This is an optimization exercise on Yosys and OpenROAD, whose aim is small area, a short achievable clock period and few clock cycles, not a production implementation. RTL that was checked went through simulation tests only; none was proved equivalent to the original. The RTL of runs 4 and 5 was laid out without a check of its function. Power figures rest on the tool's default switching activity, not on a simulated workload.

## constraint.sdc

```tcl
create_clock -name core_clock -period 25.0 [get_ports {clk}]
set_input_delay 5.0000 -clock core_clock [delete_from_list [all_inputs] [get_ports {clk}]]
set_output_delay 5.0000 -clock core_clock [all_outputs]
set_load 0.01 [all_outputs]
```

## standard.sh

```bash
#!/bin/bash
# synth_recipe.tcl (not shown) runs the flow's synth.tcl, then flattens the netlist and writes it again
# the make line also repeats each setting of config.mk as NAME=value (left out here)
make -C /OpenROAD-flow-scripts/flow DESIGN_CONFIG=/design/flow/config.mk WORK_HOME=/design/flow/orfs CLKGATE_MAP_FILE= SYNTH_SCRIPT=/design/flow/synth_recipe.tcl "${@:-finish}"
```

## config.mk

```make
export PLATFORM = sky130hd
export DESIGN_NAME = chk_unit
export DESIGN_NICKNAME = chk_unit
export VERILOG_FILES = /design/flow/design.v
export SDC_FILE = /design/flow/constraint.sdc
export NUM_CORES = 4
export LEC_CHECK = 0
export CAP_MARGIN = 20
export CORE_MARGIN = 2
export CORE_UTILIZATION = 50
export CTS_CLUSTER_DIAMETER = 60
export CTS_CLUSTER_SIZE = 16
export PLACE_DENSITY = 0.6
export SLEW_MARGIN = 20
```

## flow/run.sh

```bash
#!/bin/bash
# The standard layout (standard.sh), with two changes to how it is made:
# port buffers are the small sky130 buffer instead of the delay buffer the
# resizer picks, and timing repair aims for a period below the clock period.
# The clock, its period and the I/O constraints are the standard flow's, unchanged.
set -euo pipefail
export BUFFER_PORTS_ARGS="-buffer_cell sky130_fd_sc_hd__buf_1"
export SETUP_SLACK_MARGIN=18.5
bash standard.sh > standard.log 2>&1
```

## design.v

```verilog
module chk_unit (
    input  wire        clk,
    input  wire        rst,
    input  wire        cfg_enable,
    input  wire        cfg_restart,
    input  wire [6:0]  cfg_width,
    input  wire [63:0] cfg_poly,
    input  wire [63:0] cfg_init,
    input  wire [63:0] cfg_xorout,
    input  wire        cfg_refin,
    input  wire        cfg_refout,
    input  wire [1:0]  cfg_mode,
    input  wire        cfg_scope,
    input  wire [1:0]  cfg_fold_mode,
    input  wire [63:0] cfg_fold_tag,
    input  wire [63:0] cfg_expect,
    input  wire        clr_mismatch_hist,
    input  wire        in_valid,
    output wire        in_ready,
    input  wire [7:0]  in_data,
    input  wire        in_first,
    input  wire        in_last,
    input  wire [63:0] in_tag,
    output reg         item_done,
    output reg  [63:0] result,
    output reg         st_enabled,
    output reg         st_mismatch,
    output reg         st_mismatch_hist,
    output reg  [31:0] items,
    output reg  [31:0] mismatches,
    output reg  [63:0] last_bad
);
    reg         feed;        
    reg         pre;         
    reg         tact;        
    reg  [2:0]  tcnt;        
    reg         fin;         
    reg  [7:0]  byte_q;
    reg         v_q;         
    reg         l_q;         
    reg  [6:0]  s_width;
    reg  [5:0]  s_rsh;       
    reg  [63:0] s_poly;
    reg  [63:0] s_xorout;
    reg         s_refin;
    reg         s_refout;
    reg  [1:0]  s_mode;
    reg  [1:0]  s_fold;
    reg         s_scope;
    reg  [63:0] s_tag;
    reg  [63:0] cmpv;        
    reg  [2:0]  held;
    reg  [63:0] crc;
    reg         rdy_o;
    reg         nrdy;
    wire        rdy = ~nrdy;
    assign in_ready = rdy_o;
    wire start = cfg_enable & (cfg_restart | ~st_enabled);
    wire kill  = ~cfg_enable | cfg_restart | ~st_enabled;
    wire acc   = in_valid & rdy;
    reg  cap;                
    reg  rdy_n, feed_n, pre_n, tact_n;
    always @* begin
        rdy_n  = rdy;
        feed_n = feed;
        pre_n  = 1'b0;
        tact_n = tact;
        if (kill) begin
            feed_n = 1'b0;
            tact_n = 1'b0;
            pre_n  = start;
            rdy_n  = ~start;
        end else if (pre) begin
            tact_n = s_scope & (cfg_fold_mode == 2'd1);
            rdy_n  = ~(s_scope & (cfg_fold_mode == 2'd1));
        end else if (tact) begin
            if (tcnt == 3'd7) begin
                tact_n = 1'b0;
                rdy_n  = ~(v_q & l_q);
            end
        end else begin
            if (acc) begin
                if (in_first) begin
                    feed_n = ~in_last;
                    if (cfg_fold_mode != 2'd0 && !s_scope) begin
                        tact_n = 1'b1;
                        rdy_n  = 1'b0;
                    end else
                        rdy_n  = ~in_last;
                end else if (feed & in_last) begin
                    feed_n = 1'b0;
                    rdy_n  = 1'b0;
                end
            end
            if (v_q & l_q)
                rdy_n = 1'b1;
        end
    end
    wire [2:0]  nb    = s_width[5:3];
    wire        full  = (held == nb);
    wire        m2    = (s_mode == 2'd2);
    wire [7:0]  tbyte = s_tag[{tcnt, 3'b000} +: 8];
    wire [7:0]  dbyte = tact ? tbyte : (m2 ? cmpv[7:0] : byte_q);
    wire        dstep = v_q & ~tact;
    wire        step  = tact | (dstep & (~m2 | full));
    function [7:0] win;
        input [63:0] v;
        input [6:0]  w;
        reg   [38:0] a5;
        reg   [22:0] a4;
        reg   [14:0] a3;
        reg   [10:0] a2;
        reg   [8:0]  a1;
        reg   [7:0]  a0;
        begin
            a5 = w[5] ? v[62:24] : {v[30:0], 8'd0};
            a4 = w[4] ? a5[38:16] : a5[22:0];
            a3 = w[3] ? a4[22:8]  : a4[14:0];
            a2 = w[2] ? a3[14:4]  : a3[10:0];
            a1 = w[1] ? a2[10:2]  : a2[8:0];
            a0 = w[0] ? a1[8:1]   : a1[7:0];
            win = w[6] ? v[63:56] : a0;
        end
    endfunction
    wire [7:0]  xc = win(crc, s_width);       
    wire [7:0]  xp = win(s_poly, s_width);    
    reg  [7:0]  b;
    reg  [7:0]  f;
    reg  [63:0] nx;
    reg  [63:0] mask;
    reg         t;
    integer     i, j;
    always @* begin
        for (i = 0; i < 8; i = i + 1)
            b[i] = s_refin ? dbyte[i] : dbyte[7 - i];
        for (i = 0; i < 8; i = i + 1) begin
            t = xc[7 - i] ^ b[i];
            for (j = 0; j < i; j = j + 1)
                t = t ^ (f[j] & xp[8 - i + j]);
            f[i] = t;
        end
        for (i = 0; i < 64; i = i + 1)
            mask[i] = (s_width > i);
        nx = crc << 8;
        for (i = 0; i < 8; i = i + 1)
            nx = nx ^ ({64{f[i]}} & (s_poly << (7 - i)));
    end
    reg  [63:0] rev;
    always @* for (i = 0; i < 64; i = i + 1) rev[i] = crc[63 - i];
    wire [63:0] tcrc      = s_refout ? (rev >> s_rsh) : (crc & mask);
    wire [63:0] res       = tcrc ^ s_xorout;
    wire        compared  = (s_mode != 2'd0);
    wire        bad       = compared & (res != cmpv);
    wire [31:0] items_inc = items + {31'd0, ~&items};
    always @(posedge clk) begin
        if (cap) begin
            s_width  <= cfg_width;
            s_rsh    <= 6'd0 - cfg_width[5:0];
            s_poly   <= cfg_poly;
            s_xorout <= cfg_xorout;
            s_refin  <= cfg_refin;
            s_refout <= cfg_refout;
            s_mode   <= cfg_mode;
            s_fold   <= cfg_fold_mode;
            s_tag    <= (cfg_fold_mode == 2'd2) ? in_tag : cfg_fold_tag;
        end
        if (start)
            s_scope <= cfg_scope;
        if (cap & (pre | ~s_scope))
            crc <= cfg_init;
        else if (step)
            crc <= nx;
        if (cap) begin
            cmpv <= (cfg_mode == 2'd2) ? 64'd0 : cfg_expect;
            held <= 3'd0;
        end else if (dstep & m2) begin
            for (i = 0; i < 4; i = i + 1)
                if (i == nb - 3'd1)
                    cmpv[8*i +: 8] <= byte_q;
                else if (i < nb - 3'd1)
                    cmpv[8*i +: 8] <= cmpv[8*i + 8 +: 8];
            if (!full)
                held <= held + 3'd1;
        end
        if (rdy) begin
            byte_q <= in_data;
            l_q    <= in_last;
        end
        if (tact)
            tcnt <= tcnt + 3'd1;
        else
            tcnt <= 3'd0;
        if (rst) begin
            nrdy    <= 1'b0;
            rdy_o   <= 1'b1;
            cap     <= 1'b1;
            feed    <= 1'b0;
            pre     <= 1'b0;
            tact    <= 1'b0;
            v_q     <= 1'b0;
            fin     <= 1'b0;
            s_scope <= 1'b0;
        end else begin
            nrdy  <= ~rdy_n;
            rdy_o <= rdy_n;
            cap  <= pre_n | (rdy_n & ~feed_n);
            feed <= feed_n;
            pre  <= pre_n;
            tact <= tact_n;
            fin  <= dstep & l_q & ~kill;
            if (kill)
                v_q <= 1'b0;
            else if (rdy)
                v_q <= acc & (in_first | feed);
            else
                v_q <= v_q & tact;
        end
        if (rst) begin
            item_done        <= 1'b0;
            result           <= 64'd0;
            st_enabled       <= 1'b0;
            st_mismatch      <= 1'b0;
            st_mismatch_hist <= 1'b0;
            items            <= 32'd0;
            mismatches       <= 32'd0;
            last_bad         <= 64'd0;
        end else begin
            st_enabled <= cfg_enable;
            item_done  <= fin;
            if (fin) begin
                result <= res;
                if (compared)
                    st_mismatch <= bad;
            end
            if (start)
                items <= 32'd0;
            else if (fin)
                items <= items_inc;
            if (fin & bad) begin
                mismatches <= mismatches + {31'd0, ~&mismatches};
                last_bad   <= (s_fold == 2'd2) ? s_tag : {32'd0, items_inc};
            end
            st_mismatch_hist <= (fin & bad) | (st_mismatch_hist & ~clr_mismatch_hist);
        end
    end
endmodule
```

==> flow_metrics.py, run 1 <==
metrics = {
    "status": {
        "status": "finished clean",
    },
    "pwr": {
        "p_per_area_mw_per_mm2": 149,
        "combPwrFrac_pct": 68.4,
        "p_sw_mw": 3.16,
        "clkPwrFrac_pct": 12.9,
        "seq_power_share_pct": 18.8,
        "leakagePower_nw": 17.1,
        "intPower_mw": 3.67,
        "ir_worst_vdd_uv": 273,
        "sw_frac_of_total_pct": 46.3,
    },
    "critical_path": {
        "worstPathCellList": "buf_1",
        "cp.required_ns": 20.00,
        "crit_path_start_kind": "flip-flop",
        "path_class": "flip-flop to output port",
        "critPathBufInv": 1,
        "cpLargestDelayFamily": "flip-flops",
        "ff2ff_path_depth": 23,
        "crit_path_max_fanout": 9,
        "endpoint_kind": "output port",
        "r2r_slack_ns": 18.69,
        "crit_path_max_incr_delay_ns": 0.57,
        "arrival_ns": 1.41,
        "critical_path_cell_count": 1,
        "cp_slowest_cell": "dfxtp_1",
        "worst_r2r_endpoint": "crc[34]",
        "rr_startpoint": "s_width[3]",
    },
    "logic_synthesis": {
        "synth_top_area_cell": "edfxtp_1",
        "async_reset_ff_share_pct": 0,
        "netlist_area_mm2": 0.0402,
        "synthTopCellsByCount": "nand2_1 (671), edfxtp_1 (347), xnor2_1 (293), nor2_1 (283), clkbuf_1 (280)",
        "yosysWarningCount": 1,
        "synth_nets": 4720,
        "synthCells": 4292,
        "synth_top_flop_cell": "edfxtp_1",
        "syn_area_per_cell_um2": 9.37,
        "synth-seq-cells": 558,
        "synth_top_area_share_pct": 25.9,
        "yosysSeqAreaShare_pct": 36.4,
        "ys_top_cells_by_area": "edfxtp_1 (26%), dfxtp_1 (11%), mux2i_1 (6.5%)",
        "yosysMostFrequentCell": "nand2_1",
        "synth_cell_types": 91,
        "synth_edf_count": 347,
    },
    "timing": {
        "fin_crit_ns": 6.41,
        "period_share_pct": 25.6,
        "hold_violations": 0,
        "finalSetupViolCount": 0,
        "worst_pin_slew_ns": 1.11,
        "setup_ws_ns": 18.59,
        "maxSlewViolCount": 0,
        "skew_ns": 0.0412,
        "setup_tns_ns": 0,
        "maxSlewHeadroom_pct": 26.2,
        "rsz0062_at_grt": "false",
        "fmax_ghz": 0.156,
    },
    "die": {
        "die-width_um": 288,
        "coreArea_mm2": 0.0800,
        "num_rows": 104,
        "start_util_pct": 50.3,
        "die_y_um": 288,
        "ioPinCount": 611,
        "die-area_mm2": 0.0827,
    },
    "cts": {
        "cts.sinks": 558,
        "cts_tree": "done",
        "clk_latency_ns": 0.66,
        "root_buffer": "clkbuf_16",
        "htree_levels": 2,
        "max-clock-path-buffers": 3,
        "ctsHoldBuffers": 0,
        "cts_buffers": 56,
        "cts.clk_slew.worst_paths_ns": 0.07,
    },
    "drt": {
        "vias_per_cell": 6.30,
        "drcViolationCount": 0,
        "wire_per_inst_um": 28.5,
        "drt_iter0_markers": 4668,
        "antenna_left": 0,
        "drt_wl_total_um": 166000,
        "first_pass_iters": 5,
        "vias": 36700,
    },
    "layout": {
        "layout-area-overhead-vs-synth_pct": 13.7,
        "nets": 5130,
        "fillCellCount": 7311,
        "utilization_pct": 57.2,
        "drive_gt1_share_pct": 10.3,
    },
    "hold_path": {
        "hold_path.startpoint": "last_bad[32]",
        "hold_path_end": "last_bad[32]",
        "hold-path-cell-count": 2,
        "min_path_type": "flip-flop to flip-flop",
    },
    "global_routing": {
        "grt_usage_pct": 38.7,
        "grt_max_degree": 95,
        "grt_pass1_vias": 34000,
        "antenna_found_initial": 14,
        "grt_pass1_wl_um": 236000,
        "grt_overflow_total": 0,
    },
    "place": {
        "dp_hpwl_um": 116000,
        "gp_congestion": 1.01,
        "port_buffers": 610,
        "pre_cts_slack_ns": 16.01,
    },
    "job": {
        "cap_violations": 0,
    },
}
-- kinds of logic (layout without fill, tap and decap cells) --
logic type	after synthesis	count (layout)	share of synthesized area [%]
AOI/OAI and AO/OA	756	756	11.9
xor gates and xnor gates	590	590	15.0
adders and majority gates	14	14	0.435
buffers and inverters	414	872	4.17
DFF	558	558	36.4
muxes	469	469	15.3
other	0	10	0
and+or+nand+nor	1491	1491	16.8
-- worst register-to-register path, stage by stage, from the launching register on --
cell,delay [ns]
edfxtp_1,0.37
buf_12,0.21
buf_16,0.28
nand2b_1,0.29
o221ai_2,0.26
a22oi_1,0.18
a221o_1,0.42
o31ai_2,0.39
nand3_2,0.18
buf_4,0.20
nor2_1,0.20
o2bb2ai_1,0.24
o31ai_2,0.21
a211o_1,0.36
and3_1,0.21
or3_2,0.58
buf_12,0.23
nand3_2,0.12
xnor2_2,0.16
xnor2_4,0.16
buf_12,0.21
buf_16,0.29
a21oi_1,0.11
o31ai_1,0.28
-- layout by cell type (no fill, tap or decap), types with 18 or more instances in the layout --
cell type / instances
nand2_1: 668
buf_1: 609
edfxtp_1: 347
xnor2_1: 289
nor2_1: 280
mux2i_1: 260
xor2_1: 233
a21oi_1: 219
dfxtp_1: 208
nand3_1: 189
o21ai_0: 164
mux4_2: 108
mux2_2: 100
and3_1: 87
buf_4: 87
o31ai_1: 66
xnor3_1: 61
clkbuf_16: 59
a21boi_0: 52
and2_1: 46
nand2b_1: 45
o22ai_1: 40
nand4_1: 36
inv_1: 34
nor3_1: 28
or3_1: 25
a31oi_1: 25
a211oi_1: 18
-- power by group through the flow --
stage / Sequential [mW] / Clock, mW / Combinational (mW)
5_1_grt: 1.28 / 0.919 / 4.97
3_5_place_dp: 1.28 / 0 / 4.22
4_1_cts: 1.26 / 0.888 / 4.47
6_report: 1.28 / 0.880 / 4.67
3_3_place_gp: 1.28 / 0 / 4.17
2_1_floorplan: 1.18 / 0 / 3.43
-- worst max path at each step --
stage                                start        endpoint  slack [ns]
after global placement          s_width[4]         crc[59]       16.15
after global routing            s_width[3]         crc[61]       18.51
after floorplan           cfg_fold_mode[1]       s_tag[10]       18.62
after detailed placement        s_width[4]         crc[14]       16.01
final                        mismatches[2]   mismatches[2]       18.59
after CTS                       s_width[0]  mismatches[21]       18.51
-- routing by layer --
metal	routed length (um)	track usage [%]	part of all wire, %	vias to the layer above
li1	-	-	-	16200
met1	65200	52.2	39	17700
met2	73100	59.1	44	2336
met3	18400	8.63	11	441
met4	9220	18.5	5.6	12
met5	88	0	0.053	-
-- registers in the layout (all words and copies together), names as in the netlist, 5 cells and up --
signal      count
crc            64
cmpv           64
mismatches     32
result         64
s_tag          64
last_bad       64
s_width         7
s_poly         64
s_rsh           5
items          32
byte_q          8
s_xorout       64
-- metrics by stage --
step           hold WS, ns  power, mW  instance area [um^2]  cells
6_report             0.468       6.84                 45800   5820
5_1_grt              0.481       7.17                 45700   5811
4_1_cts              0.468       6.63                 45400   5801
3_5_place_dp         0.458       5.50                 43100   5683
3_3_place_gp         0.454       5.45                 43100   5683
2_1_floorplan        0.490       4.61                 40200   4292
-- area by class of cell --
type	count	area [um^2]	area share (%)
diodes	10	25.0	0.0547
clock buffers	71	1490	3.25
clock inverters	35	402	0.878
inverters	42	164	0.358
multi-input cells	3320	24200	52.9
flip-flops and latches	558	14700	32.0
well taps	1060	1330	2.90
repair buffers	724	3490	7.62
-- timing repair --
item	4_1_cts	5_1_grt
cloned	5	2
endpoints found under the setup margin	119	115
pin swaps	3	6
resized for setup	47	43
setup buffers	7	7
Testbench counts, summed over its fixed seeds: cycles 68,466.
==> inputs of run 2 (changes only) <==
--- a/flow/run.sh
+++ b/flow/run.sh
@@ -5,5 +5,5 @@
 # The clock, its period and the I/O constraints are the standard flow's, unchanged.
 set -euo pipefail
 export BUFFER_PORTS_ARGS="-buffer_cell sky130_fd_sc_hd__buf_1"
-export SETUP_SLACK_MARGIN=18.5
+export SETUP_SLACK_MARGIN=18.9
 bash standard.sh > standard.log 2>&1
--- a/config.mk
+++ b/config.mk
@@ -8,7 +8,7 @@
 export CAP_MARGIN = 20
 export CORE_MARGIN = 2
 export CORE_UTILIZATION = 50
-export CTS_CLUSTER_DIAMETER = 60
-export CTS_CLUSTER_SIZE = 16
+export CTS_CLUSTER_DIAMETER = 100
+export CTS_CLUSTER_SIZE = 24
 export PLACE_DENSITY = 0.6
 export SLEW_MARGIN = 20
==> flow_metrics.py, run 2 <==
metrics = {
    "logic_synthesis": {
        "synth_nets": 4720,
        "async_reset_ff_share_pct": 0,
        "synthMuxAreaShare_pct": 15.3,
        "synth_adder_area_share_pct": 0.435,
        "yosysMostFrequentCell": "nand2_1",
        "synthXorXnorAreaFrac_pct": 15.0,
        "synth_edf_count": 347,
        "yosysWarningCount": 1,
        "ys_top_cells_by_area": "edfxtp_1 (26%), dfxtp_1 (11%), mux2i_1 (6.5%)",
        "synth_top_area_cell": "edfxtp_1",
        "yosys.area_share.simple_pct": 16.8,
        "synthTopCellsByCount": "nand2_1 (671), edfxtp_1 (347), xnor2_1 (293), nor2_1 (283), clkbuf_1 (280)",
        "synth_top_flop_cell": "edfxtp_1",
        "synth_compound_area_share_pct": 11.9,
        "synth_cell_types": 91,
        "synth_top_family_by_area": "simple AND/OR/NAND/NOR gates",
        "yosysSeqAreaShare_pct": 36.4,
        "synth_top_area_share_pct": 25.9,
        "netlist_area_mm2": 0.0402,
        "syn_area_per_cell_um2": 9.37,
        "synthCells": 4292,
        "synth-seq-cells": 558,
    },
    "hold_path": {
        "hold_path_end": "last_bad[62]",
        "hold-path-cell-count": 2,
        "min_path_type": "flip-flop to flip-flop",
        "hold_path.startpoint": "last_bad[62]",
    },
    "critical_path": {
        "rr_startpoint": "crc[7]",
        "arrival_ns": 6.45,
        "crit_path_start_kind": "flip-flop",
        "cp.required_ns": 25.33,
        "ff2ff_path_depth": 21,
        "r2r_slack_ns": 18.88,
        "worst_r2r_endpoint": "crc[61]",
        "endpoint_kind": "flip-flop",
        "path_class": "flip-flop to flip-flop",
        "crit_path_max_fanout": 32,
    },
    "drt": {
        "drcViolationCount": 0,
        "drt_wl_total_um": 173000,
        "drt_iter0_markers": 4726,
        "first_pass_iters": 6,
        "antenna_left": 0,
        "vias_per_cell": 6.34,
        "vias": 37500,
        "wire_per_inst_um": 29.4,
    },
    "timing": {
        "fin_crit_ns": 6.12,
        "worst_pin_slew_ns": 1.09,
        "maxSlewHeadroom_pct": 27.3,
        "fmax_ghz": 0.163,
        "finalSetupViolCount": 0,
        "hold_violations": 0,
        "skew_ns": 0.0463,
        "rsz0062_at_grt": "true",
        "setup_tns_ns": 0,
        "maxSlewViolCount": 0,
        "period_share_pct": 24.5,
    },
    "job": {
        "cap_violations": 0,
    },
    "layout": {
        "layout-area-overhead-vs-synth_pct": 20.3,
        "mostFrequentLayoutCells": "nand2_1 (669), buf_1 (412), edfxtp_1 (347)",
        "nets": 5236,
        "drive_gt1_share_pct": 20.8,
        "utilization_pct": 60.5,
        "final_common_cell": "nand2_1",
    },
    "global_routing": {
        "grt_pass1_wl_um": 244000,
        "grt_max_degree": 98,
        "antenna_found_initial": 13,
        "grt_overflow_total": 0,
        "grt_usage_pct": 40.1,
        "grt_pass1_vias": 35200,
    },
    "cts": {
        "max-clock-path-buffers": 3,
        "root_buffer": "clkbuf_16",
        "clk_latency_ns": 0.63,
        "htree_levels": 2,
        "cts.clk_slew.worst_paths_ns": 0.10,
        "cts_tree": "done",
        "cts_buffers": 36,
        "cts.sinks": 558,
    },
    "die": {
        "die-width_um": 288,
        "die_y_um": 288,
        "die-area_mm2": 0.0827,
        "num_rows": 104,
        "coreArea_mm2": 0.0800,
        "ioPinCount": 611,
        "start_util_pct": 50.3,
    },
    "pwr": {
        "ir_worst_vdd_uv": 245,
        "p_sw_mw": 3.44,
        "sw_frac_of_total_pct": 47.5,
        "seq_power_share_pct": 17.6,
        "combPwrFrac_pct": 73.0,
        "leakagePower_nw": 18.8,
        "p_per_area_mw_per_mm2": 149,
        "intPower_mw": 3.79,
        "clkPwrFrac_pct": 9.3,
    },
    "place": {
        "gp_congestion": 0.994,
        "port_buffers": 610,
        "dp_hpwl_um": 118000,
    },
    "status": {
        "status": "finished clean",
    },
}
[run 2: cell count changes in the layout (fill, tap and decap cells not counted), moves of 16 or more]
cell / before / now
buf_1: 609 / 412
buf_4: 87 / 197
buf_6: 9 / 195
clkbuf_16: 59 / 43
dfxtp_1: 208 / 14
dfxtp_2: 1 / 159
dfxtp_4: 2 / 38
[run 2: routing by layer]
layer	vias to the layer above	track usage, %	routed length (um)
met5	-	0	12
met3	581	7.92	18900
met1	18100	53.2	66600
met2	2396	61.7	75800
met4	2	22.2	12000
li1	16400	-	-
[run 2: area by class of cell]
type	instances	area, um^2
Fill cell	6924	31600
Multi-Input combinational cell	3324	24600
Sequential cell	558	15000
Timing Repair Buffer	846	6070
Tap cell	1060	1330
Clock buffer	50	975
Clock inverter	15	268
Inverter	42	164
Antenna cell	10	25.0
[run 2: metrics by stage]
step	total power [mW]	hold slack [ns]	instance area, um^2	setup slack, ns	cells
2_1_floorplan	4.61	0.490	40200	18.73	4292
5_1_grt	7.51	0.481	48400	18.81	5902
3_5_place_dp	5.51	0.457	43100	16.31	5683
6_report	7.23	0.470	48400	18.88	5905
4_1_cts	6.60	0.469	47400	18.86	5853
3_3_place_gp	5.46	0.454	43100	16.45	5683
[run 2: timing repair]
action | in CTS | in global routing
hold buffers | 0 | 0
setup buffers | 93 | 35
gates resized for setup | 730 | 108
pin swaps | 9 | 32
endpoints found under the setup margin | 396 | 383
gates cloned | 12 | 7
[run 2: cells by family (layout without fill, tap and decap cells)]
family,after synthesis,count (layout)
xor+xnor,590,591
flops,558,558
compound gates,756,757
buf+inv,414,953
mux,469,469
fa+ha+maj,14,14
simple gates,1491,1493
other cells,0,10
[run 2: how the worst max path moves through the flow]
| stage | from | end | slack, ns | cells after the start |
|---|---|---|---|---|
| 2_1_floorplan | cfg_fold_mode[1] | s_tag[13] | 18.73 | 4 |
| 3_3_place_gp | s_width[4] | crc[23] | 16.45 | 21 |
| 3_5_place_dp | s_width[4] | crc[59] | 16.31 | 21 |
| 4_1_cts | last_bad[26] | last_bad[26] | 18.86 | 1 |
| 5_1_grt | s_width[4] | crc[58] | 18.81 | 22 |
| 6_report | crc[7] | crc[61] | 18.88 | 21 |
[run 2: worst max-delay path, cell delays in order, from the launching register on]
cell and delay [ns]:
edfxtp_1 0.90, mux2i_1 0.24, o221ai_2 0.27, a22oi_1 0.17, a221o_1 0.42, o31ai_2 0.36, nand3_2 0.20, nand2_1 0.16
o2bb2ai_2 0.12, or4_4 0.58, a211o_1 0.36, and3_4 0.20, or3_4 0.43, buf_12 0.20, nand3_4 0.12, xnor2_4 0.15
xnor2_4 0.15, buf_12 0.16, buf_12 0.16, clkbuf_16 0.20, and3_1 0.17, o31ai_1 0.06
[run 2: power by group through the flow]
stage	Combinational, mW	Sequential (mW)	Clock (mW)
final	5.28	1.28	0.675
after global routing	5.54	1.27	0.710
after CTS	4.66	1.26	0.683
after detailed placement	4.23	1.28	0
after global placement	4.18	1.28	0
after floorplan	3.43	1.18	0
==> inputs of run 3 (changes only) <==
--- a/flow/run.sh
+++ b/flow/run.sh
@@ -5,5 +5,5 @@
 # The clock, its period and the I/O constraints are the standard flow's, unchanged.
 set -euo pipefail
 export BUFFER_PORTS_ARGS="-buffer_cell sky130_fd_sc_hd__buf_1"
-export SETUP_SLACK_MARGIN=18.9
+export SETUP_SLACK_MARGIN=18.7
 bash standard.sh > standard.log 2>&1
--- a/config.mk
+++ b/config.mk
@@ -7,8 +7,8 @@
 export LEC_CHECK = 0
 export CAP_MARGIN = 20
 export CORE_MARGIN = 2
-export CORE_UTILIZATION = 50
-export CTS_CLUSTER_DIAMETER = 100
-export CTS_CLUSTER_SIZE = 24
-export PLACE_DENSITY = 0.6
+export CORE_UTILIZATION = 60
+export CTS_CLUSTER_DIAMETER = 60
+export CTS_CLUSTER_SIZE = 16
+export PLACE_DENSITY = 0.7
 export SLEW_MARGIN = 20
==> flow_metrics.py, run 3 <==
metrics = {
    "logic_synthesis": {
        "synth_top_area_cell": "edfxtp_1",
        "async_reset_ff_share_pct": 0,
        "netlist_area_mm2": 0.0402,
        "synthTopCellsByCount": "nand2_1 (671), edfxtp_1 (347), xnor2_1 (293), nor2_1 (283), clkbuf_1 (280)",
        "synth-seq-cells": 558,
        "syn_area_per_cell_um2": 9.37,
        "synth_top_family_by_area": "simple AND/OR/NAND/NOR gates",
        "synth_top_area_share_pct": 25.9,
        "ys_top_cells_by_area": "edfxtp_1 (26%), dfxtp_1 (11%), mux2i_1 (6.5%)",
        "synth_adder_area_share_pct": 0.435,
        "synthMuxAreaShare_pct": 15.3,
        "synth_top_flop_cell": "edfxtp_1",
        "synth_cell_types": 91,
        "synth_compound_area_share_pct": 11.9,
        "yosys.area_share.simple_pct": 16.8,
        "synth_edf_count": 347,
        "synth_nets": 4720,
        "synthCells": 4292,
        "yosysSeqAreaShare_pct": 36.4,
        "yosysMostFrequentCell": "nand2_1",
        "synthXorXnorAreaFrac_pct": 15.0,
        "yosysWarningCount": 1,
    },
    "pwr": {
        "p_per_area_mw_per_mm2": 149,
        "intPower_mw": 3.64,
        "clkPwrFrac_pct": 11.7,
        "leakagePower_nw": 17.1,
        "sw_frac_of_total_pct": 46.4,
        "combPwrFrac_pct": 69.0,
        "seq_power_share_pct": 19.3,
        "ir_worst_vdd_uv": 306,
        "p_sw_mw": 3.15,
    },
    "cts": {
        "ctsHoldBuffers": 0,
        "cts.sinks": 558,
        "root_buffer": "clkbuf_16",
        "cts_tree": "done",
        "cts.clk_slew.worst_paths_ns": 0.07,
        "cts_buffers": 49,
        "htree_levels": 2,
        "max-clock-path-buffers": 3,
        "clk_latency_ns": 0.65,
    },
    "job": {
        "cap_violations": 0,
    },
    "critical_path": {
        "cp.required_ns": 20.00,
        "crit_path_max_incr_delay_ns": 0.40,
        "worstPathCellList": "buf_1",
        "cp_slowest_cell": "dfxtp_1",
        "arrival_ns": 1.27,
        "crit_path_max_fanout": 4,
        "path_class": "flip-flop to output port",
        "critPathBufInv": 1,
        "endpoint_kind": "output port",
        "ff2ff_path_depth": 18,
        "worst_r2r_endpoint": "last_bad[36]",
        "cpLargestDelayFamily": "flip-flops",
        "r2r_slack_ns": 18.83,
        "rr_startpoint": "s_width[0]",
        "crit_path_start_kind": "flip-flop",
    },
    "drt": {
        "drt_iter0_markers": 6169,
        "vias": 37600,
        "antenna_left": 0,
        "wire_per_inst_um": 28.2,
        "vias_per_cell": 6.70,
        "drt_wl_total_um": 158000,
        "first_pass_iters": 8,
        "drcViolationCount": 0,
    },
    "layout": {
        "multiInputGateArea_mm2": 0.0243,
        "layout-area-overhead-vs-synth_pct": 12.9,
        "regArea_mm2": 0.0147,
        "mostFrequentLayoutCells": "nand2_1 (668), buf_1 (598), edfxtp_1 (347)",
        "nets": 5126,
        "drive_gt1_share_pct": 10.9,
        "fillCellCount": 5303,
        "final_common_cell": "nand2_1",
    },
    "global_routing": {
        "grt_pass1_wl_um": 228000,
        "grt_usage_pct": 44.0,
        "grt_pass1_vias": 34500,
        "grt_overflow_total": 0,
        "antenna_found_initial": 11,
        "grt_max_degree": 95,
    },
    "hold_path": {
        "min_path_type": "flip-flop to flip-flop",
        "hold_path_end": "last_bad[57]",
        "hold_path.startpoint": "last_bad[57]",
        "hold-path-cell-count": 2,
    },
    "timing": {
        "skew_ns": 0.0367,
        "setup_tns_ns": 0,
        "rsz0062_at_grt": "true",
        "maxSlewHeadroom_pct": 25.7,
        "maxSlewViolCount": 0,
        "fmax_ghz": 0.159,
        "worst_pin_slew_ns": 1.11,
        "fin_crit_ns": 6.27,
        "timing.hold.ws_ns": 0.474,
        "hold_violations": 0,
        "period_share_pct": 25.1,
        "finalSetupViolCount": 0,
    },
    "status": {
        "status": "finished clean",
    },
    "die": {
        "start_util_pct": 60.9,
        "die_y_um": 263,
        "num_rows": 94,
        "die-area_mm2": 0.0691,
        "coreArea_mm2": 0.0661,
        "die-width_um": 263,
        "ioPinCount": 611,
    },
    "place": {
        "gp_congestion": 1.05,
        "port_buffers": 610,
        "dp_hpwl_um": 109000,
    },
}
-- run 3: cell count changes in the layout (fill, tap and decap cells not counted), moves of 5 or more --
cell | before | now
xnor2_1 | 277 | 288
inv_6 | 2 | 8
buf_6 | 195 | 6
inv_8 | 0 | 5
dfxtp_4 | 38 | 4
o31ai_1 | 53 | 66
dfxtp_1 | 14 | 178
clkbuf_16 | 43 | 55
o31ai_2 | 15 | 3
buf_4 | 197 | 85
dfxtp_2 | 159 | 29
xnor2_2 | 15 | 6
buf_1 | 412 | 598
-- run 3: layout make-up --
class                      count  area share (%)
clock buffer                  70            3.04
tap                          864            2.38
timing repair buffer         725            7.82
antenna                        8          0.0441
clock inverter                21           0.565
multi-input combinational   3322            53.4
sequential                   558            32.4
inverter                      42           0.375
-- run 3: per-stage QoR --
stage               cells  utilization [%]  cell area (um^2)  worst slack (ns)  power, mW
floorplan            4292                -             40200             18.62       4.61
global placement     5475             64.7             42800             16.57       5.36
detailed placement   5475             64.7             42800             16.35       5.44
CTS                  5589             68.0             45000             18.69       6.47
global route         5609             68.7             45400             18.68       7.05
finish               5610             68.7             45400             18.73       6.78
-- run 3: kinds of logic after synthesis --
group	after synthesis
xor gates and xnor gates	590
adders and majority gates	14
buffers and inverters	414
muxes	469
and+or+nand+nor	1491
DFF	558
AOI/OAI and AO/OA	756
-- run 3: timing repair --
item                       4_1_cts  5_1_grt
gates resized for setup         66       75
buffers inserted                16       10
gates cloned                     7        3
pin swaps                        8        5
setup endpoints to repair      180      177
-- run 3: per-layer routing --
layer  up-vias  global-route usage, %  share of wire (%)
met3       629                   12.0                 14
met5         -                      0              0.033
met4         8                   24.4                6.9
met1     17800                   59.2                 37
li1      16200                      -                  -
met2      2955                   64.5                 42
-- run 3: how the worst max path moves through the flow --
stage / from / endpoint / depth (start not counted)
4_1_cts: mismatches[1] / mismatches[1] / 1
5_1_grt: s_width[5] / crc[61] / 21
3_5_place_dp: s_width[4] / crc[45] / 21
6_report: items[26] / items[26] / 1
3_3_place_gp: s_width[4] / crc[30] / 21
2_1_floorplan: cfg_fold_mode[1] / s_tag[10] / 4
-- run 3: power by group through the flow --
stage | sequential [mW] | clock (mW) | combinational [mW]
floorplan | 1.18 | 0 | 3.43
global placement | 1.30 | 0 | 4.06
CTS | 1.28 | 0.796 | 4.40
global route | 1.29 | 0.829 | 4.93
detailed placement | 1.30 | 0 | 4.14
finish | 1.31 | 0.797 | 4.68
==> inputs of run 4 (changes only) <==
--- a/design.v
+++ b/design.v
@@ -30,6 +30,7 @@
     output reg  [31:0] mismatches,
     output reg  [63:0] last_bad
 );
+    reg         cap;         
     reg         feed;        
     reg         pre;         
     reg         tact;        
@@ -51,6 +52,8 @@
     reg  [63:0] cmpv;        
     reg  [2:0]  held;
     reg  [63:0] crc;
+    reg  [7:0]  tw;          
+    reg  [15:0] pw;          
     reg         rdy_o;
     reg         nrdy;
     wire        rdy = ~nrdy;
@@ -58,7 +61,6 @@
     wire start = cfg_enable & (cfg_restart | ~st_enabled);
     wire kill  = ~cfg_enable | cfg_restart | ~st_enabled;
     wire acc   = in_valid & rdy;
-    reg  cap;                
     reg  rdy_n, feed_n, pre_n, tact_n;
     always @* begin
         rdy_n  = rdy;
@@ -96,14 +98,7 @@
                 rdy_n = 1'b1;
         end
     end
-    wire [2:0]  nb    = s_width[5:3];
-    wire        full  = (held == nb);
-    wire        m2    = (s_mode == 2'd2);
-    wire [7:0]  tbyte = s_tag[{tcnt, 3'b000} +: 8];
-    wire [7:0]  dbyte = tact ? tbyte : (m2 ? cmpv[7:0] : byte_q);
-    wire        dstep = v_q & ~tact;
-    wire        step  = tact | (dstep & (~m2 | full));
-    function [7:0] win;
+    function [7:0] win8;
         input [63:0] v;
         input [6:0]  w;
         reg   [38:0] a5;
@@ -119,14 +114,40 @@
             a2 = w[2] ? a3[14:4]  : a3[10:0];
             a1 = w[1] ? a2[10:2]  : a2[8:0];
             a0 = w[0] ? a1[8:1]   : a1[7:0];
-            win = w[6] ? v[63:56] : a0;
+            win8 = w[6] ? v[63:56] : a0;
         end
     endfunction
-    wire [7:0]  xc = win(crc, s_width);       
-    wire [7:0]  xp = win(s_poly, s_width);    
+    function [15:0] win16;
+        input [63:0] v;
+        input [6:0]  w;
+        reg   [46:0] a5;
+        reg   [30:0] a4;
+        reg   [22:0] a3;
+        reg   [18:0] a2;
+        reg   [16:0] a1;
+        reg   [15:0] a0;
+        begin
+            a5 = w[5] ? v[62:16] : {v[30:0], 16'd0};
+            a4 = w[4] ? a5[46:16] : a5[30:0];
+            a3 = w[3] ? a4[30:8]  : a4[22:0];
+            a2 = w[2] ? a3[22:4]  : a3[18:0];
+            a1 = w[1] ? a2[18:2]  : a2[16:0];
+            a0 = w[0] ? a1[16:1]  : a1[15:0];
+            win16 = w[6] ? v[63:48] : a0;
+        end
+    endfunction
+    wire [2:0]  nb    = s_width[5:3];
+    wire        full  = (held == nb);
+    wire        m2    = (s_mode == 2'd2);
+    wire [7:0]  tbyte = s_tag[{tcnt, 3'b000} +: 8];
+    wire [7:0]  dbyte = tact ? tbyte : (m2 ? cmpv[7:0] : byte_q);
+    wire        dstep = v_q & ~tact;
+    wire        step  = tact | (dstep & (~m2 | full));
+    wire [7:0]  uw = win8({crc[55:0], 8'd0}, s_width);    
     reg  [7:0]  b;
     reg  [7:0]  f;
     reg  [63:0] nx;
+    reg  [7:0]  tw_nx;
     reg  [63:0] mask;
     reg         t;
     integer     i, j;
@@ -134,9 +155,9 @@
         for (i = 0; i < 8; i = i + 1)
             b[i] = s_refin ? dbyte[i] : dbyte[7 - i];
         for (i = 0; i < 8; i = i + 1) begin
-            t = xc[7 - i] ^ b[i];
+            t = tw[7 - i] ^ b[i];
             for (j = 0; j < i; j = j + 1)
-                t = t ^ (f[j] & xp[8 - i + j]);
+                t = t ^ (f[j] & pw[16 - i + j]);
             f[i] = t;
         end
         for (i = 0; i < 64; i = i + 1)
@@ -144,11 +165,17 @@
         nx = crc << 8;
         for (i = 0; i < 8; i = i + 1)
             nx = nx ^ ({64{f[i]}} & (s_poly << (7 - i)));
+        nx = nx & mask;
+        for (i = 0; i < 8; i = i + 1) begin
+            t = uw[7 - i];
+            for (j = 0; j < 8; j = j + 1)
+                t = t ^ (f[j] & pw[8 - i + j]);
+            tw_nx[7 - i] = t;
+        end
     end
     reg  [63:0] rev;
     always @* for (i = 0; i < 64; i = i + 1) rev[i] = crc[63 - i];
-    wire [63:0] tcrc      = s_refout ? (rev >> s_rsh) : (crc & mask);
-    wire [63:0] res       = tcrc ^ s_xorout;
+    wire [63:0] res       = (s_refout ? (rev >> s_rsh) : crc) ^ s_xorout;
     wire        compared  = (s_mode != 2'd0);
     wire        bad       = compared & (res != cmpv);
     wire [31:0] items_inc = items + {31'd0, ~&items};
@@ -164,12 +191,16 @@
             s_fold   <= cfg_fold_mode;
             s_tag    <= (cfg_fold_mode == 2'd2) ? in_tag : cfg_fold_tag;
         end
-        if (start)
-            s_scope <= cfg_scope;
         if (cap & (pre | ~s_scope))
             crc <= cfg_init;
         else if (step)
             crc <= nx;
+        if (cap & (pre | ~s_scope))
+            tw <= win8(cfg_init, cfg_width);
+        else if (step)
+            tw <= tw_nx;
+        if (cap)
+            pw <= win16(cfg_poly, cfg_width);
         if (cap) begin
             cmpv <= (cfg_mode == 2'd2) ? 64'd0 : cfg_expect;
             held <= 3'd0;
@@ -214,6 +245,8 @@
                 v_q <= acc & (in_first | feed);
             else
                 v_q <= v_q & tact;
+            if (start)
+                s_scope <= cfg_scope;
         end
         if (rst) begin
             item_done        <= 1'b0;
--- a/config.mk
+++ b/config.mk
@@ -7,8 +7,8 @@
 export LEC_CHECK = 0
 export CAP_MARGIN = 20
 export CORE_MARGIN = 2
-export CORE_UTILIZATION = 60
+export CORE_UTILIZATION = 50
 export CTS_CLUSTER_DIAMETER = 60
-export CTS_CLUSTER_SIZE = 16
-export PLACE_DENSITY = 0.7
+export CTS_CLUSTER_SIZE = 20
+export PLACE_DENSITY = 0.6
 export SLEW_MARGIN = 20
==> flow_metrics.py, run 4 <==
metrics = {
    "die": {
        "start_util_pct": 50.4,
        "die-width_um": 294,
        "die-area_mm2": 0.0866,
        "num_rows": 106,
        "ioPinCount": 611,
        "coreArea_mm2": 0.0836,
        "die_y_um": 294,
    },
    "pwr": {
        "p_per_area_mw_per_mm2": 187,
        "finalPower_mw": 8.97,
        "ir_worst_vdd_uv": 187,
        "leakagePower_nw": 17.1,
    },
    "global_routing": {
        "grt_pass1_wl_um": 244000,
        "grt_pass1_vias": 34200,
        "grt_max_degree": 95,
        "grt_overflow_total": 0,
        "antenna_found_initial": 17,
        "grt_usage_pct": 38.7,
    },
    "timing": {
        "maxSlewViolCount": 0,
        "skew_ns": 0.0339,
        "finalSetupViolCount": 0,
        "setup_tns_ns": 0,
        "hold_violations": 0,
        "rsz0062_at_grt": "true",
        "fmax_ghz": 0.152,
        "timing.hold.ws_ns": 0.472,
        "fin_crit_ns": 6.57,
        "maxSlewHeadroom_pct": 29.1,
        "period_share_pct": 26.3,
        "setup_ws_ns": 18.43,
        "worst_pin_slew_ns": 1.06,
    },
    "critical_path": {
        "arrival_ns": 6.99,
        "path_class": "primary input to flip-flop",
        "crit_path_max_fanout": 3,
        "cp.required_ns": 25.42,
        "rr_startpoint": "tcnt[0]",
        "startpoint": "cfg_init[46]",
        "endpoint_kind": "flip-flop",
        "crit_path_start_kind": "primary input",
    },
    "logic_synthesis": {
        "ys_top_cells_by_area": "edfxtp_1 (26%), xnor2_1 (13%), dfxtp_1 (10%)",
        "synth_edf_count": 370,
        "synth_top_area_cell": "edfxtp_1",
        "netlist_area_mm2": 0.0421,
        "synthTopCellsByCount": "nand2_1 (725), xnor2_1 (607), edfxtp_1 (370), nor2_1 (302), clkbuf_1 (298)",
        "synthCells": 4492,
        "synth-seq-cells": 581,
        "yosysMostFrequentCell": "nand2_1",
        "yosysSeqAreaShare_pct": 36.4,
        "synth_cell_types": 77,
        "synth_nets": 4921,
        "syn_area_per_cell_um2": 9.38,
        "synth_top_flop_cell": "edfxtp_1",
        "synth_top_area_share_pct": 26.4,
        "async_reset_ff_share_pct": 0,
        "yosysWarningCount": 1,
    },
    "layout": {
        "drive_gt1_share_pct": 13.6,
        "finish.instance_area_mm2": 0.0480,
        "mostFrequentLayoutCells": "nand2_1 (723), xnor2_1 (601), buf_1 (553)",
        "final_common_cell": "nand2_1",
        "nets": 5304,
        "layout-area-overhead-vs-synth_pct": 14.0,
    },
    "place": {
        "port_buffers": 610,
        "gp_congestion": 1.03,
        "pre_cts_slack_ns": 16.48,
        "dp_hpwl_um": 127000,
        "placed_cell_area_mm2": 0.0448,
    },
    "cts": {
        "ctsHoldBuffers": 0,
        "htree_levels": 2,
        "root_buffer": "clkbuf_16",
        "clk_latency_ns": 0.68,
        "cts.clk_slew.worst_paths_ns": 0.08,
        "cts.sinks": 581,
        "cts_tree": "done",
        "max-clock-path-buffers": 3,
        "cts_buffers": 56,
    },
    "drt": {
        "drcViolationCount": 0,
        "drt_iter0_markers": 4792,
        "vias_per_cell": 6.20,
        "antenna_left": 0,
        "first_pass_iters": 5,
        "vias": 37300,
        "wire_per_inst_um": 29.0,
        "drt_wl_total_um": 174000,
    },
    "hold_path": {
        "hold_path.startpoint": "last_bad[35]",
        "min_path_type": "flip-flop to flip-flop",
    },
    "status": {
        "status": "finished clean",
    },
    "job": {
        "cap_violations": 0,
    },
}
run 4: repair_timing:
| action | CTS | global route |
|---|---|---|
| buffers inserted | 16 | 22 |
| pin swaps | 11 | 17 |
| resized for setup | 154 | 59 |
| setup endpoints to repair | 193 | 157 |
| gates cloned | 10 | 5 |
run 4: worst paths after layout:
path	to	slack, ns	depth (start not counted)
hold / removal	last_bad[35]	0.47	2
hold reg to reg	last_bad[35]	0.47	2
setup / recovery	tw[1]	18.43	8
setup reg to reg	crc[53]	18.82	17
run 4: critical path: stages:
cell and delay (ns):
buf_1 0.33, mux2_2 0.40, a221o_1 0.31, o21ai_2 0.07
o21ai_1 0.12, mux4_2 0.50, o211ai_1 0.16, o21ai_1 0.09
run 4: routing by layer:
metal  global-route usage, %  vias to the layer above  share of wire [%]
met3                    7.06                      414                 10
met1                    52.3                    18100                 39
met5                       0                        -              0.049
met2                    59.3                     2213                 45
met4                    19.8                       12                5.9
li1                        -                    16500                  -
run 4: cell type report:
type / count / area [um^2]
tap: 1080 / 1350
sequential: 581 / 15400
inverter: 35 / 144
timing repair inverter: 2 / 15.0
clock buffer: 61 / 1460
antenna: 11 / 27.5
timing repair buffer: 712 / 3550
clock inverter: 42 / 513
multi-input combinational: 3487 / 25500
fill: 7554 / 35600
run 4: kinds of logic (layout without fill, tap and decap cells):
kind of cell / count (synthesis) / after routing / synth area share, %
adders and majority gates: 15 / 15 / 0.446
and+or+nand+nor: 1466 / 1468 / 15.2
buffers and inverters: 427 / 852 / 3.97
xor gates and xnor gates: 791 / 792 / 16.6
other: 0 / 11 / 0
AOI/OAI and AO/OA: 671 / 671 / 9.91
muxes: 541 / 541 / 17.4
DFF: 581 / 581 / 36.4
run 4: report_power, final:
| group | internal (mW) | switching [mW] | total, mW |
|---|---|---|---|
| logic | 3.03 | 3.56 | 6.59 |
| registers | 1.15 | 0.316 | 1.46 |
| clock network | 0.462 | 0.452 | 0.914 |
| total | 4.64 | 4.33 | 8.97 |
run 4: per-stage QoR:
step / cells / utilization [%]
floorplan: 4492 / -
global placement: 5844 / 53.6
detailed placement: 5844 / 53.6
CTS: 5973 / 56.8
global route: 6008 / 57.4
finish: 6011 / 57.4
==> inputs of run 5 (changes only) <==
--- a/design.v
+++ b/design.v
@@ -30,9 +30,11 @@
     output reg  [31:0] mismatches,
     output reg  [63:0] last_bad
 );
+    reg         rdy;         
     reg         cap;         
     reg         feed;        
     reg         pre;         
+    reg         prep;        
     reg         tact;        
     reg  [2:0]  tcnt;        
     reg         fin;         
@@ -54,18 +56,16 @@
     reg  [63:0] crc;
     reg  [7:0]  tw;          
     reg  [15:0] pw;          
-    reg         rdy_o;
-    reg         nrdy;
-    wire        rdy = ~nrdy;
-    assign in_ready = rdy_o;
+    assign in_ready = rdy;
     wire start = cfg_enable & (cfg_restart | ~st_enabled);
     wire kill  = ~cfg_enable | cfg_restart | ~st_enabled;
     wire acc   = in_valid & rdy;
-    reg  rdy_n, feed_n, pre_n, tact_n;
+    reg  rdy_n, feed_n, pre_n, prep_n, tact_n;
     always @* begin
         rdy_n  = rdy;
         feed_n = feed;
         pre_n  = 1'b0;
+        prep_n = 1'b0;
         tact_n = tact;
         if (kill) begin
             feed_n = 1'b0;
@@ -73,8 +73,16 @@
             pre_n  = start;
             rdy_n  = ~start;
         end else if (pre) begin
-            tact_n = s_scope & (cfg_fold_mode == 2'd1);
-            rdy_n  = ~(s_scope & (cfg_fold_mode == 2'd1));
+            prep_n = 1'b1;
+            rdy_n  = 1'b0;
+        end else if (prep) begin
+            if (v_q) begin
+                tact_n = (s_fold != 2'd0);
+                rdy_n  = (s_fold == 2'd0) & ~l_q;
+            end else begin
+                tact_n = s_scope & (s_fold == 2'd1);
+                rdy_n  = ~(s_scope & (s_fold == 2'd1));
+            end
         end else if (tact) begin
             if (tcnt == 3'd7) begin
                 tact_n = 1'b0;
@@ -84,8 +92,8 @@
             if (acc) begin
                 if (in_first) begin
                     feed_n = ~in_last;
-                    if (cfg_fold_mode != 2'd0 && !s_scope) begin
-                        tact_n = 1'b1;
+                    if (!s_scope) begin
+                        prep_n = 1'b1;
                         rdy_n  = 1'b0;
                     end else
                         rdy_n  = ~in_last;
@@ -141,7 +149,7 @@
     wire        m2    = (s_mode == 2'd2);
     wire [7:0]  tbyte = s_tag[{tcnt, 3'b000} +: 8];
     wire [7:0]  dbyte = tact ? tbyte : (m2 ? cmpv[7:0] : byte_q);
-    wire        dstep = v_q & ~tact;
+    wire        dstep = v_q & ~tact & ~prep;
     wire        step  = tact | (dstep & (~m2 | full));
     wire [7:0]  uw = win8({crc[55:0], 8'd0}, s_width);    
     reg  [7:0]  b;
@@ -195,12 +203,11 @@
             crc <= cfg_init;
         else if (step)
             crc <= nx;
-        if (cap & (pre | ~s_scope))
-            tw <= win8(cfg_init, cfg_width);
-        else if (step)
+        if (step)
             tw <= tw_nx;
-        if (cap)
-            pw <= win16(cfg_poly, cfg_width);
+        else
+            tw <= win8(crc, s_width);
+        pw <= win16(s_poly, s_width);
         if (cap) begin
             cmpv <= (cfg_mode == 2'd2) ? 64'd0 : cfg_expect;
             held <= 3'd0;
@@ -222,21 +229,21 @@
         else
             tcnt <= 3'd0;
         if (rst) begin
-            nrdy    <= 1'b0;
-            rdy_o   <= 1'b1;
+            rdy     <= 1'b1;
             cap     <= 1'b1;
             feed    <= 1'b0;
             pre     <= 1'b0;
+            prep    <= 1'b0;
             tact    <= 1'b0;
             v_q     <= 1'b0;
             fin     <= 1'b0;
             s_scope <= 1'b0;
         end else begin
-            nrdy  <= ~rdy_n;
-            rdy_o <= rdy_n;
+            rdy  <= rdy_n;
             cap  <= pre_n | (rdy_n & ~feed_n);
             feed <= feed_n;
             pre  <= pre_n;
+            prep <= prep_n;
             tact <= tact_n;
             fin  <= dstep & l_q & ~kill;
             if (kill)
@@ -244,7 +251,7 @@
             else if (rdy)
                 v_q <= acc & (in_first | feed);
             else
-                v_q <= v_q & tact;
+                v_q <= v_q & (tact | prep);
             if (start)
                 s_scope <= cfg_scope;
         end
--- a/flow/run.sh
+++ b/flow/run.sh
@@ -5,5 +5,5 @@
 # The clock, its period and the I/O constraints are the standard flow's, unchanged.
 set -euo pipefail
 export BUFFER_PORTS_ARGS="-buffer_cell sky130_fd_sc_hd__buf_1"
-export SETUP_SLACK_MARGIN=18.7
+export SETUP_SLACK_MARGIN=19.5
 bash standard.sh > standard.log 2>&1
--- a/config.mk
+++ b/config.mk
@@ -7,8 +7,6 @@
 export LEC_CHECK = 0
 export CAP_MARGIN = 20
 export CORE_MARGIN = 2
-export CORE_UTILIZATION = 50
-export CTS_CLUSTER_DIAMETER = 60
-export CTS_CLUSTER_SIZE = 20
-export PLACE_DENSITY = 0.6
+export CORE_UTILIZATION = 25
+export PLACE_DENSITY = 0.35
 export SLEW_MARGIN = 20
==> flow_metrics.py, run 5 <==
metrics = {
    "status": {
        "status": "finished clean",
    },
    "pwr": {
        "p_sw_mw": 5.36,
        "clkPwrFrac_pct": 9.7,
        "intPower_mw": 7.37,
        "finalPower_mw": 12.7,
        "leakagePower_nw": 22.9,
        "p_per_area_mw_per_mm2": 214,
        "combPwrFrac_pct": 79.3,
        "sw_frac_of_total_pct": 42.1,
        "seq_power_share_pct": 11.1,
        "ir_worst_vdd_uv": 180,
    },
    "die": {
        "die-width_um": 421,
        "num_rows": 153,
        "ioPinCount": 611,
        "start_util_pct": 25.1,
        "die_y_um": 421,
        "coreArea_mm2": 0.173,
        "die-area_mm2": 0.177,
    },
    "logic_synthesis": {
        "ys_top_cells_by_area": "edfxtp_1 (24%), dfxtp_1 (11%), xnor2_1 (9.3%)",
        "netlist_area_mm2": 0.0435,
        "synth_compound_area_share_pct": 10.2,
        "synthXorXnorAreaFrac_pct": 17.1,
        "syn_area_per_cell_um2": 9.54,
        "yosys.area_share.simple_pct": 15.1,
        "async_reset_ff_share_pct": 0,
        "synthTopCellsByCount": "nand2_1 (807), xnor2_1 (460), nor2_1 (401), edfxtp_1 (347), clkbuf_1 (319)",
        "synthMuxAreaShare_pct": 18.4,
        "synth_top_area_share_pct": 24.0,
        "synth_nets": 4985,
        "yosysMostFrequentCell": "nand2_1",
        "synthCells": 4557,
        "synth_top_area_cell": "edfxtp_1",
        "synth_cell_types": 80,
        "synth_edf_count": 347,
        "yosysWarningCount": 1,
        "yosysSeqAreaShare_pct": 34.8,
        "synth_top_flop_cell": "edfxtp_1",
        "synth_top_family_by_area": "multiplexers",
        "synth-seq-cells": 581,
        "synth_adder_area_share_pct": 0.403,
    },
    "layout": {
        "mostFrequentLayoutCells": "nand2_1 (798), xnor2_1 (441), buf_1 (405)",
        "drive_gt1_share_pct": 29.3,
        "nets": 5737,
        "fillCellCount": 17700,
        "final_common_cell": "nand2_1",
        "layout-area-overhead-vs-synth_pct": 37.0,
        "finish.instance_area_mm2": 0.0595,
    },
    "global_routing": {
        "grt_pass1_vias": 38300,
        "antenna_found_initial": 27,
        "grt_pass1_wl_um": 322000,
        "grt_overflow_total": 0,
        "grt_usage_pct": 25.7,
        "grt_max_degree": 80,
    },
    "critical_path": {
        "cp.required_ns": 20.00,
        "rr_startpoint": "tcnt[0]",
        "endpoint_kind": "output port",
        "crit_path_start_kind": "flip-flop",
        "arrival_ns": 1.30,
        "crit_path_max_fanout": 2,
        "path_class": "flip-flop to output port",
        "startpoint": "rdy",
        "ff2ff_path_depth": 22,
    },
    "cts": {
        "cts_tree": "done",
        "cts_buffers": 80,
        "ctsHoldBuffers": 0,
        "root_buffer": "clkbuf_16",
        "max-clock-path-buffers": 3,
        "htree_levels": 3,
        "cts.clk_slew.worst_paths_ns": 0.05,
        "cts.sinks": 581,
        "clk_latency_ns": 0.75,
    },
    "timing": {
        "finalSetupViolCount": 0,
        "maxSlewViolCount": 0,
        "fin_crit_ns": 6.30,
        "period_share_pct": 25.2,
        "hold_violations": 0,
        "maxSlewHeadroom_pct": 21.8,
        "fmax_ghz": 0.159,
        "rsz0062_at_grt": "true",
        "setup_tns_ns": 0,
        "worst_pin_slew_ns": 1.17,
        "skew_ns": 0.0355,
    },
    "place": {
        "port_buffers": 610,
        "placed_cell_area_mm2": 0.0485,
        "gp_congestion": 0.911,
        "dp_hpwl_um": 157000,
    },
    "drt": {
        "antenna_left": 0,
        "vias_per_cell": 5.15,
        "drcViolationCount": 0,
        "vias": 39700,
        "wire_per_inst_um": 30.8,
        "drt_wl_total_um": 237000,
        "drt_iter0_markers": 4206,
        "first_pass_iters": 8,
    },
    "job": {
        "cap_violations": 0,
    },
    "hold_path": {
        "min_path_type": "flip-flop to flip-flop",
        "hold_path.startpoint": "result[53]",
        "hold-path-cell-count": 2,
    },
}
## run 5: critical path, cell delays in order, from the launching register on
cell     delay [ns]
dfxtp_2        0.32
buf_12         0.12
buf_8          0.12
## run 5: stage by stage
step	util, %	setup WS, ns	instances	hold WS, ns
global placement	28.0	16.33	7189	0.462
detailed placement	28.0	16.30	7189	0.465
CTS	33.6	18.62	7641	0.478
finish	34.4	18.70	7708	0.478
global route	34.4	18.63	7706	0.498
floorplan	-	18.99	4557	0.469
## run 5: per-layer routing
layer / part of all wire (%) / track usage [%] / up-vias
li1: - / - / 17600
met1: 42 / 33.8 / 19800
met2: 47 / 42.1 / 1878
met3: 6.6 / 4.17 / 396
met4: 4.5 / 10.2 / 4
met5: 0.0080 / 0 / -
## run 5: final timing paths
path | endpoint | slack, ns
worst min-delay path | result[53] | 0.48
worst min register to register | result[53] | 0.48
worst max-delay path | in_ready | 18.70
worst max register to register | crc[25] | 19.25
## run 5: kinds of logic after synthesis
logic type / Yosys count
multiplexers: 577
flip-flops: 581
AND/OR/NAND/NOR: 1548
XOR/XNOR: 713
AO/OA/AOI/OAI: 678
buffers and inverters: 446
adder cells (fa/ha/maj): 14
## run 5: power groups by stage
| stage | Clock, mW | Combinational (mW) | Sequential, mW |
|---|---|---|---|
| 2_1_floorplan | 0 | 5.39 | 1.27 |
| 3_3_place_gp | 0 | 6.72 | 1.53 |
| 3_5_place_dp | 0 | 6.74 | 1.53 |
| 4_1_cts | 1.27 | 9.36 | 1.40 |
| 5_1_grt | 1.30 | 10.5 | 1.41 |
| 6_report | 1.23 | 10.1 | 1.41 |
## run 5: timing repair
item	4_1_cts	5_1_grt
setup buffers	255	55
pin swaps	146	74
gates cloned	47	6
setup endpoints to repair	588	426
endpoints found under the hold margin	0	0
resized for setup	1139	145
## run 5: area by class of cell
| class | count | area (um^2) | share of cell area, % |
|---|---|---|---|
| sequential | 581 | 15500 | 26.0 |
| timing repair buffer | 1062 | 9420 | 15.8 |
| multi-input combinational | 3534 | 28800 | 48.3 |
| clock buffer | 105 | 2180 | 3.66 |
| inverter | 50 | 210 | 0.353 |
| clock inverter | 45 | 581 | 0.975 |
| tap | 2325 | 2910 | 4.89 |
| antenna | 6 | 15.0 | 0.0252 |

[static timing again, ports no longer ideal]
In the flow no input, the clock included, has a driving cell. The finished layouts below were timed again as built, in two steps.
Step 1 assumes that a clkbuf_16 drives the clock port and a buf_2 every other input.
Step 2 adds t to the input delays and takes it off the output delays; t is the mean of the earliest and latest rising clock arrival at the registers after step 1. Input paths then give back, and output paths get back, about the clock's delay inside the block.
Slacks: no drivers / after step 1 / after step 2; pairs: no drivers / after step 1.
| run | t, ns | setup WS [ns] | hold slack, ns | worst register clock-pin slew, ns |
|---|---|---|---|---|
| run 1 | 0.716 | 18.593 / 18.520 / 18.244 | 0.468 / 0.468 / 0.468 | 0.08 / 0.08 |
| run 2 | 0.685 | 18.876 / 18.807 / 18.343 | 0.470 / 0.470 / 0.470 | 0.10 / 0.10 |
| run 3 | 0.700 | 18.726 / 18.654 / 18.228 | 0.474 / 0.474 / 0.474 | 0.08 / 0.08 |
| run 4 | 0.737 | 18.431 / 18.259 / 17.522 | 0.472 / 0.472 / 0.472 | 0.08 / 0.08 |
| run 5 | 0.816 | 18.702 / 18.618 / 18.573 | 0.478 / 0.478 / 0.478 | 0.07 / 0.07 |
After both steps setup and hold are still met in every run listed. For run 4, which loses most, drivers alone change the setup slack by -0.172 ns; drivers and shift together by -0.909 ns.
